From an optimization exercise on the open Yosys and OpenROAD flow, aimed at small area, a short achievable clock period and few clock cycles per item; shortcuts taken in it are not production practice.
The RTL was checked by simulation tests, not by an equivalence proof against the original design.

// casub_flit_enc
module casub_flit_enc (
    input  wire        clk,
    input  wire        rst,         
    input  wire        in_valid,
    output wire        in_ready,
    input  wire [63:0] in_data,
    output wire        out_valid,
    input  wire        out_ready,
    output wire [63:0] out_data,
    output wire        out_last
);
    reg  [4:0]  beat;       
    reg         dp;         
    reg         rdy;        
    reg         out_v, out_l;
    reg  [63:0] out_q;
    reg         sk_v;
    reg  [63:0] sk_q;
    reg         fr, fd;     
    reg  [63:0] crc, rem0, rem1;
    assign in_ready  = rdy;
    assign out_valid = out_v;
    assign out_data  = out_q;
    assign out_last  = out_l;
    wire [63:0] cu = crc ^ out_q;
    wire [63:0] crc_n;
    wire cx64 = cu[0] ^ cu[63];
    wire cx65 = cu[4] ^ cu[24];
    wire cx66 = cu[12] ^ cu[17];
    wire cx67 = cu[9] ^ cu[16];
    wire cx68 = cu[11] ^ cu[18];
    wire cx69 = cu[19] ^ cu[54];
    wire cx70 = cu[37] ^ cu[42];
    wire cx71 = cu[20] ^ cu[55];
    wire cx72 = cu[5] ^ cu[59];
    wire cx73 = cu[36] ^ cu[41];
    wire cx74 = cu[7] ^ cu[21];
    wire cx75 = cu[2] ^ cu[22];
    wire cx76 = cu[29] ^ cu[43];
    wire cx77 = cu[3] ^ cu[23];
    wire cx78 = cu[31] ^ cu[45];
    wire cx79 = cu[30] ^ cu[44];
    wire cx80 = cu[8] ^ cu[15];
    wire cx81 = cu[51] ^ cu[58];
    wire cx82 = cu[13] ^ cu[53];
    wire cx83 = cu[10] ^ cu[47];
    wire cx84 = cu[32] ^ cu[57];
    wire cx85 = cu[1] ^ cu[48];
    wire cx86 = cu[33] ^ cu[56];
    wire cx87 = cu[14] ^ cu[50];
    wire cx88 = cu[34] ^ cu[35];
    wire cx89 = cu[28] ^ cx70;
    wire cx90 = cu[6] ^ cu[39];
  ...
For scale: roughly 2800 cells after synthesis, ~330 flip-flops, ~27000 um^2 of cells after synthesis.
clock: 10.0 ns
lec_check: 0
cap_margin: 20
core_margin: 2
core_utilization: 40
place_density: 0.6
slew_margin: 20
standard.sh (not shown) runs the stock make flow with config.mk's settings and CLKGATE_MAP_FILE= SYNTH_SCRIPT=/design/flow/synth_recipe.tcl, a recipe that flattens the netlist after the stock synthesis.
==> flow/flow/run.sh <==
#!/bin/bash
# The standard layout, except:
#  - synthesis is ORFS's synthesis script unchanged, but ABC maps with
#    flow/abc_map.script (area-oriented mapping with no up-sizing; the timing
#    repair later sizes the critical paths) and the 3-input XOR/XNOR cells are
#    added to DONT_USE_CELLS for this step. Registers are mapped by the same
#    dfflibmap pass, so their names and cell types match the standard synthesis.
set -euo pipefail
DU="sky130_fd_sc_hd__probe_p_8 sky130_fd_sc_hd__probec_p_8 sky130_fd_sc_hd__lpflow_bleeder_1 sky130_fd_sc_hd__lpflow_clkbufkapwr_1 sky130_fd_sc_hd__lpflow_clkbufkapwr_16 sky130_fd_sc_hd__lpflow_clkbufkapwr_2 sky130_fd_sc_hd__lpflow_clkbufkapwr_4 sky130_fd_sc_hd__lpflow_clkbufkapwr_8 sky130_fd_sc_hd__lpflow_clkinvkapwr_1 sky130_fd_sc_hd__lpflow_clkinvkapwr_16 sky130_fd_sc_hd__lpflow_clkinvkapwr_2 sky130_fd_sc_hd__lpflow_clkinvkapwr_4 sky130_fd_sc_hd__lpflow_clkinvkapwr_8 sky130_fd_sc_hd__lpflow_decapkapwr_12 sky130_fd_sc_hd__lpflow_decapkapwr_3 sky130_fd_sc_hd__lpflow_decapkapwr_4 sky130_fd_sc_hd__lpflow_decapkapwr_6 sky130_fd_sc_hd__lpflow_decapkapwr_8 sky130_fd_sc_hd__lpflow_inputiso0n_1 sky130_fd_sc_hd__lpflow_inputiso0p_1 sky130_fd_sc_hd__lpflow_inputiso1n_1 sky130_fd_sc_hd__lpflow_inputiso1p_1 sky130_fd_sc_hd__lpflow_inputisolatch_1 sky130_fd_sc_hd__lpflow_isobufsrc_1 sky130_fd_sc_hd__lpflow_isobufsrc_16 sky130_fd_sc_hd__lpflow_isobufsrc_2 sky130_fd_sc_hd__lpflow_isobufsrc_4 sky130_fd_sc_hd__lpflow_isobufsrc_8 sky130_fd_sc_hd__lpflow_isobufsrckapwr_16 sky130_fd_sc_hd__lpflow_lsbuf_lh_hl_isowell_tap_1 sky130_fd_sc_hd__lpflow_lsbuf_lh_hl_isowell_tap_2 sky130_fd_sc_hd__lpflow_lsbuf_lh_hl_isowell_tap_4 sky130_fd_sc_hd__lpflow_lsbuf_lh_isowell_4 sky130_fd_sc_hd__lpflow_lsbuf_lh_isowell_tap_1 sky130_fd_sc_hd__lpflow_lsbuf_lh_isowell_tap_2 sky130_fd_sc_hd__lpflow_lsbuf_lh_isowell_tap_4  sky130_fd_sc_hd__xor3_1 sky130_fd_sc_hd__xor3_2 sky130_fd_sc_hd__xor3_4 sky130_fd_sc_hd__xnor3_1 sky130_fd_sc_hd__xnor3_2 sky130_fd_sc_hd__xnor3_4"
cp -r "$FLOW_HOME/scripts" myscripts
cp flow/abc_map.script myscripts/abc_speed.script
bash standard.sh SCRIPTS_DIR="$PWD/myscripts" "DONT_USE_CELLS=$DU" synth > flow_synth.log 2>&1
bash standard.sh SETUP_SLACK_MARGIN=6.6 'BUFFER_PORTS_ARGS=-buffer_cell sky130_fd_sc_hd__buf_1' CTS_CLUSTER_SIZE=22 CTS_CLUSTER_DIAMETER=100 POST_GLOBAL_ROUTE_TCL=$PWD/flow/recover_area.tcl finish > flow_standard.log 2>&1
==> flow/flow/recover_area.tcl <==
puts "area recovery: start"
set_propagated_clock [all_clocks]
estimate_parasitics -global_routing
set ws0 [sta::worst_slack_cmd max]
puts "area recovery: worst slack [format %.4f [expr {$ws0 * 1e9}]] ns"
report_design_area
set db [ord::get_db]
set kept 0
set tried 0
foreach inst [[ord::get_db_block] getInsts] {
  set m [[$inst getMaster] getName]
  if {![regexp {^(sky130_fd_sc_hd__[a-z0-9]+)_([0-9]+)$} $m -> base sz]} continue
  if {$sz <= 1} continue
  if {[regexp {dfxtp|edfxtp|dfrtp|clkbuf|clkinv|tap|fill|decap|conb|dly} $base]} continue
  set name [$inst getName]
  if {[regexp {^(input|output|clkbuf|clkload)} $name]} continue
  set new ""
  foreach s {0 1 2 4 6 8} {
    if {$s >= $sz} break
    if {[$db findMaster "${base}_$s"] ne "NULL"} { set new "${base}_$s"; break }
  }
  if {$new eq ""} continue
  incr tried
  replace_cell $name $new
  if {[sta::worst_slack_cmd max] < $ws0} {
    replace_cell $name $m
  } else {
    incr kept
  }
}
puts "area recovery: down-sized $kept of $tried gates"
repair_design_helper
global_route -start_incremental
detailed_placement
global_route -end_incremental
estimate_parasitics -global_routing
puts "area recovery: worst slack [format %.4f [expr {[sta::worst_slack_cmd max] * 1e9}]] ns"
report_design_area
check_placement -verbose
write_guides $::env(RESULTS_DIR)/route.guide
Other scripts of this flow, unchanged in this note and not shown: flow/flow/abc_map.script
The baseline ended with an error in global routing on EST-0104.
Testbench counts at the start, summed over its fixed seeds: cycles 12,296, flits 384.
Next try:
--- a/flow/flow/run.sh
+++ b/flow/flow/run.sh
@@ -11,3 +11,3 @@
 cp flow/abc_map.script myscripts/abc_speed.script
 bash standard.sh SCRIPTS_DIR="$PWD/myscripts" "DONT_USE_CELLS=$DU" synth > flow_synth.log 2>&1
-bash standard.sh SETUP_SLACK_MARGIN=6.6 'BUFFER_PORTS_ARGS=-buffer_cell sky130_fd_sc_hd__buf_1' CTS_CLUSTER_SIZE=22 CTS_CLUSTER_DIAMETER=100 POST_GLOBAL_ROUTE_TCL=$PWD/flow/recover_area.tcl finish > flow_standard.log 2>&1
+bash standard.sh SETUP_SLACK_MARGIN=6.6 'BUFFER_PORTS_ARGS=-buffer_cell sky130_fd_sc_hd__buf_1' CTS_CLUSTER_SIZE=30 CTS_CLUSTER_DIAMETER=90 finish > flow_standard.log 2>&1
removed: flow/flow/recover_area.tcl
Effect: The new run finished clean; synthesized cell count is unchanged; synthesized area does not change.
Next try:
--- a/flow/flow/run.sh
+++ b/flow/flow/run.sh
@@ -11,3 +11,3 @@
 cp flow/abc_map.script myscripts/abc_speed.script
 bash standard.sh SCRIPTS_DIR="$PWD/myscripts" "DONT_USE_CELLS=$DU" synth > flow_synth.log 2>&1
-bash standard.sh SETUP_SLACK_MARGIN=6.6 'BUFFER_PORTS_ARGS=-buffer_cell sky130_fd_sc_hd__buf_1' CTS_CLUSTER_SIZE=30 CTS_CLUSTER_DIAMETER=90 finish > flow_standard.log 2>&1
+bash standard.sh SETUP_SLACK_MARGIN=6.75 'BUFFER_PORTS_ARGS=-buffer_cell sky130_fd_sc_hd__buf_1' CTS_CLUSTER_SIZE=22 CTS_CLUSTER_DIAMETER=100 finish > flow_standard.log 2>&1
What happened: The changed run passed the timing, design-rule and antenna checks. Cell count came out higher by 1.9%. Count of clock-buffer cells in the layout came out higher by 6. Non-clock buffer count came out higher by 76. Worst setup slack improves by 0.051 ns. Cell area came out higher by 4.6%. Via count came out higher by 1.8%. Register-to-register slack improves by 0.10 ns. Clock skew came out lower by 0.023 ns. Flip-flop and latch count is unchanged.

* * *

Setup of oak:
casub_flit_enc again, from the RTL that the note above started with.
==> flow/config.mk <==
export PLATFORM = sky130hd
export DESIGN_NAME = casub_flit_enc
export DESIGN_NICKNAME = casub_flit_enc
export VERILOG_FILES = /design/flow/design.v
export SDC_FILE = /design/flow/constraint.sdc
export NUM_CORES = 4
export LEC_CHECK = 0
export CAP_MARGIN = 20
export CORE_MARGIN = 2
export CORE_UTILIZATION = 40
export PLACE_DENSITY = 0.6
export SLEW_MARGIN = 20
==> flow/constraint.sdc <==
create_clock -name core_clock -period 10.0 [get_ports {clk}]
set_input_delay 2.0000 -clock core_clock [delete_from_list [all_inputs] [get_ports {clk}]]
set_output_delay 2.0000 -clock core_clock [all_outputs]
set_load 0.01 [all_outputs]
==> flow/flow/run.sh <==
#!/bin/bash
# The standard layout, except:
#  - synthesis is ORFS's synthesis script unchanged, but ABC maps with
#    flow/abc_map.script (area-oriented mapping with no up-sizing; the timing
#    repair later sizes the critical paths) and the 3-input XOR/XNOR cells are
#    added to DONT_USE_CELLS for this step. Registers are mapped by the same
#    dfflibmap pass, so their names and cell types match the standard synthesis.
set -euo pipefail
DU="sky130_fd_sc_hd__probe_p_8 sky130_fd_sc_hd__probec_p_8 sky130_fd_sc_hd__lpflow_bleeder_1 sky130_fd_sc_hd__lpflow_clkbufkapwr_1 sky130_fd_sc_hd__lpflow_clkbufkapwr_16 sky130_fd_sc_hd__lpflow_clkbufkapwr_2 sky130_fd_sc_hd__lpflow_clkbufkapwr_4 sky130_fd_sc_hd__lpflow_clkbufkapwr_8 sky130_fd_sc_hd__lpflow_clkinvkapwr_1 sky130_fd_sc_hd__lpflow_clkinvkapwr_16 sky130_fd_sc_hd__lpflow_clkinvkapwr_2 sky130_fd_sc_hd__lpflow_clkinvkapwr_4 sky130_fd_sc_hd__lpflow_clkinvkapwr_8 sky130_fd_sc_hd__lpflow_decapkapwr_12 sky130_fd_sc_hd__lpflow_decapkapwr_3 sky130_fd_sc_hd__lpflow_decapkapwr_4 sky130_fd_sc_hd__lpflow_decapkapwr_6 sky130_fd_sc_hd__lpflow_decapkapwr_8 sky130_fd_sc_hd__lpflow_inputiso0n_1 sky130_fd_sc_hd__lpflow_inputiso0p_1 sky130_fd_sc_hd__lpflow_inputiso1n_1 sky130_fd_sc_hd__lpflow_inputiso1p_1 sky130_fd_sc_hd__lpflow_inputisolatch_1 sky130_fd_sc_hd__lpflow_isobufsrc_1 sky130_fd_sc_hd__lpflow_isobufsrc_16 sky130_fd_sc_hd__lpflow_isobufsrc_2 sky130_fd_sc_hd__lpflow_isobufsrc_4 sky130_fd_sc_hd__lpflow_isobufsrc_8 sky130_fd_sc_hd__lpflow_isobufsrckapwr_16 sky130_fd_sc_hd__lpflow_lsbuf_lh_hl_isowell_tap_1 sky130_fd_sc_hd__lpflow_lsbuf_lh_hl_isowell_tap_2 sky130_fd_sc_hd__lpflow_lsbuf_lh_hl_isowell_tap_4 sky130_fd_sc_hd__lpflow_lsbuf_lh_isowell_4 sky130_fd_sc_hd__lpflow_lsbuf_lh_isowell_tap_1 sky130_fd_sc_hd__lpflow_lsbuf_lh_isowell_tap_2 sky130_fd_sc_hd__lpflow_lsbuf_lh_isowell_tap_4  sky130_fd_sc_hd__xor3_1 sky130_fd_sc_hd__xor3_2 sky130_fd_sc_hd__xor3_4 sky130_fd_sc_hd__xnor3_1 sky130_fd_sc_hd__xnor3_2 sky130_fd_sc_hd__xnor3_4"
cp -r "$FLOW_HOME/scripts" myscripts
cp flow/abc_map.script myscripts/abc_speed.script
bash standard.sh SCRIPTS_DIR="$PWD/myscripts" "DONT_USE_CELLS=$DU" synth > flow_synth.log 2>&1
bash standard.sh SETUP_SLACK_MARGIN=6.4 'BUFFER_PORTS_ARGS=-buffer_cell sky130_fd_sc_hd__buf_1' finish > flow_standard.log 2>&1
==> flow/flow/abc_map.script <==
&get -n
&st
&dch
&nf
&put
Testbench counts of oak, summed over its fixed seeds: cycles 12,296, flits 384.
Inputs modified between oak and pine:
--- a/flow/flow/run.sh
+++ b/flow/flow/run.sh
@@ -12,2 +12,2 @@
 bash standard.sh SCRIPTS_DIR="$PWD/myscripts" "DONT_USE_CELLS=$DU" synth > flow_synth.log 2>&1
-bash standard.sh SETUP_SLACK_MARGIN=6.4 'BUFFER_PORTS_ARGS=-buffer_cell sky130_fd_sc_hd__buf_1' finish > flow_standard.log 2>&1
+bash standard.sh SETUP_SLACK_MARGIN=6.6 'BUFFER_PORTS_ARGS=-buffer_cell sky130_fd_sc_hd__buf_1' CTS_CLUSTER_SIZE=22 CTS_CLUSTER_DIAMETER=100 CORE_UTILIZATION=55 PLACE_DENSITY=0.72 finish > flow_standard.log 2>&1
Notes after the runs:
Between pine and oak, it is pine whose via-per-instance ratio is higher, by 14%.
Of the two values seen for worst setup path startpoint, out_q[37] was produced by oak and out_q[12] by pine.
Re maximum count of clock buffers along a single path: no difference whatsoever between oak and pine.
Run comparison: oak end point of the critical path out_q[53]; pine end point of the critical path out_q[28]
Relative to oak, least setup slack across all paths after layout increased by 210 ps in pine.
What birch does differently from pine at the input level:
--- a/flow/flow/run.sh
+++ b/flow/flow/run.sh
@@ -12,2 +12,2 @@
 bash standard.sh SCRIPTS_DIR="$PWD/myscripts" "DONT_USE_CELLS=$DU" synth > flow_synth.log 2>&1
-bash standard.sh SETUP_SLACK_MARGIN=6.6 'BUFFER_PORTS_ARGS=-buffer_cell sky130_fd_sc_hd__buf_1' CTS_CLUSTER_SIZE=22 CTS_CLUSTER_DIAMETER=100 CORE_UTILIZATION=55 PLACE_DENSITY=0.72 finish > flow_standard.log 2>&1
+bash standard.sh SETUP_SLACK_MARGIN=6.6 'BUFFER_PORTS_ARGS=-buffer_cell sky130_fd_sc_hd__buf_1' CTS_CLUSTER_SIZE=22 CTS_CLUSTER_DIAMETER=100 POST_GLOBAL_ROUTE_TCL=$PWD/flow/recover_area.tcl finish > flow_standard.log 2>&1
==> flow/flow/recover_area.tcl (new file) <==
puts "area recovery: start"
set_propagated_clock [all_clocks]
estimate_parasitics -global_routing
set ws0 [sta::worst_slack_cmd max]
set sl0 [expr {min([sta::max_slew_check_slack_limit], 0.1)}]
set cl0 [expr {min([sta::max_capacitance_check_slack_limit], 0.1)}]
puts "area recovery: worst slack [format %.4f [expr {$ws0 * 1e9}]] ns"
report_design_area
set db [ord::get_db]
set kept 0
set tried 0
foreach inst [[ord::get_db_block] getInsts] {
  set m [[$inst getMaster] getName]
  if {![regexp {^(sky130_fd_sc_hd__[a-z0-9]+)_([0-9]+)$} $m -> base sz]} continue
  if {$sz <= 1} continue
  if {[regexp {dfxtp|edfxtp|dfrtp|clkbuf|clkinv|tap|fill|decap|conb|dly} $base]} continue
  set name [$inst getName]
  if {[regexp {^(input|output|clkbuf|clkload)} $name]} continue
  set new ""
  foreach s {0 1 2 4 6 8} {
    if {$s >= $sz} break
    if {[$db findMaster "${base}_$s"] ne "NULL"} { set new "${base}_$s"; break }
  }
  if {$new eq ""} continue
  incr tried
  replace_cell $name $new
  estimate_parasitics -global_routing
  if {[sta::worst_slack_cmd max] < $ws0
      || [sta::max_slew_check_slack_limit] < $sl0
      || [sta::max_capacitance_check_slack_limit] < $cl0} {
    replace_cell $name $m
    estimate_parasitics -global_routing
  } else {
    incr kept
  }
}
puts "area recovery: down-sized $kept of $tried gates"
global_route -start_incremental
detailed_placement
global_route -end_incremental
estimate_parasitics -global_routing
puts "area recovery: worst slack [format %.4f [expr {[sta::worst_slack_cmd max] * 1e9}]] ns"
report_design_area
check_placement -verbose
write_guides $::env(RESULTS_DIR)/route.guide
Notes after the runs:
birch: all stages complete, timing, DRC and antenna checks passed. The total met2 wirelength after detailed routing of birch falls short of that of pine by about 3.6%. When the final numbers for pine and birch were put side by side, the post-placement setup slack turned out to be smaller in birch. birch — non-clock buffer contribution to total cell area 0.16 points lower, pine as reference. As far as flop and latch count out of synthesis goes, pine and birch are indistinguishable; the numbers are identical. Finished layout cell area of birch falls short of that of pine slightly. For the register-to-register slack, birch came in 40 ps lower than pine did. birch has layout overhead on the synthesized area below what pine had.
What maple does differently from birch at the input level:
--- a/flow/flow/run.sh
+++ b/flow/flow/run.sh
@@ -12,2 +12,2 @@
 bash standard.sh SCRIPTS_DIR="$PWD/myscripts" "DONT_USE_CELLS=$DU" synth > flow_synth.log 2>&1
-bash standard.sh SETUP_SLACK_MARGIN=6.6 'BUFFER_PORTS_ARGS=-buffer_cell sky130_fd_sc_hd__buf_1' CTS_CLUSTER_SIZE=22 CTS_CLUSTER_DIAMETER=100 POST_GLOBAL_ROUTE_TCL=$PWD/flow/recover_area.tcl finish > flow_standard.log 2>&1
+bash standard.sh SETUP_SLACK_MARGIN=6.6 'BUFFER_PORTS_ARGS=-buffer_cell sky130_fd_sc_hd__buf_1' CTS_CLUSTER_SIZE=22 CTS_CLUSTER_DIAMETER=100 RECOVER_POWER=100 finish > flow_standard.log 2>&1
removed: flow/flow/recover_area.tcl
## What came out
[flow] maple | stages: complete | final checks: fail | reason: capacitance limit, slew limit
~same share of the final layout cell area in sequential cells in birch and maple
birch → maple: core utilization saw an increase; post-placement setup slack held; total wire length after detailed routing shows no meaningful change; met2 wirelength from detailed routing fell by 190 um.

==> re-timing with driven ports <==
In the flow no input, the clock included, has a driving cell. The finished layouts below were timed again as built, in two steps. Step 1 sets driving cells, clkbuf_16 on the clock port and buf_2 on the other inputs (assumed; they add their load-dependent delay and slew). Step 2 times the ports against the registers' clock, not the clock port: input delays grow and output delays shrink by t, the midpoint of the rising clock arrivals with the driver on. Three values: ideal, step 1, step 2; two values: the first two.
run | shift t [ns] | setup WS [ns] | worst slew at a driven data input, ns | pins driven straight from the clock port
the second run of note 1 | 0.617 | 6.538 / 6.521 / 6.140 | 0.05 | 1
the third run of note 1 | 0.619 | 6.589 / 6.520 / 6.208 | 0.05 | 1
oak | 0.615 | 6.273 / 6.273 / 5.983 | 0.05 | 1
pine | 0.620 | 6.479 / 6.479 / 6.024 | 0.04 | 1
birch | 0.613 | 6.439 / 6.439 / 6.013 | 0.05 | 1
maple | 0.613 | 3.628 / 3.669 / 3.057 | 0.05 | 1
For maple, which loses most, drivers alone change the setup slack by +0.041 ns; drivers and shift together by -0.571 ns.
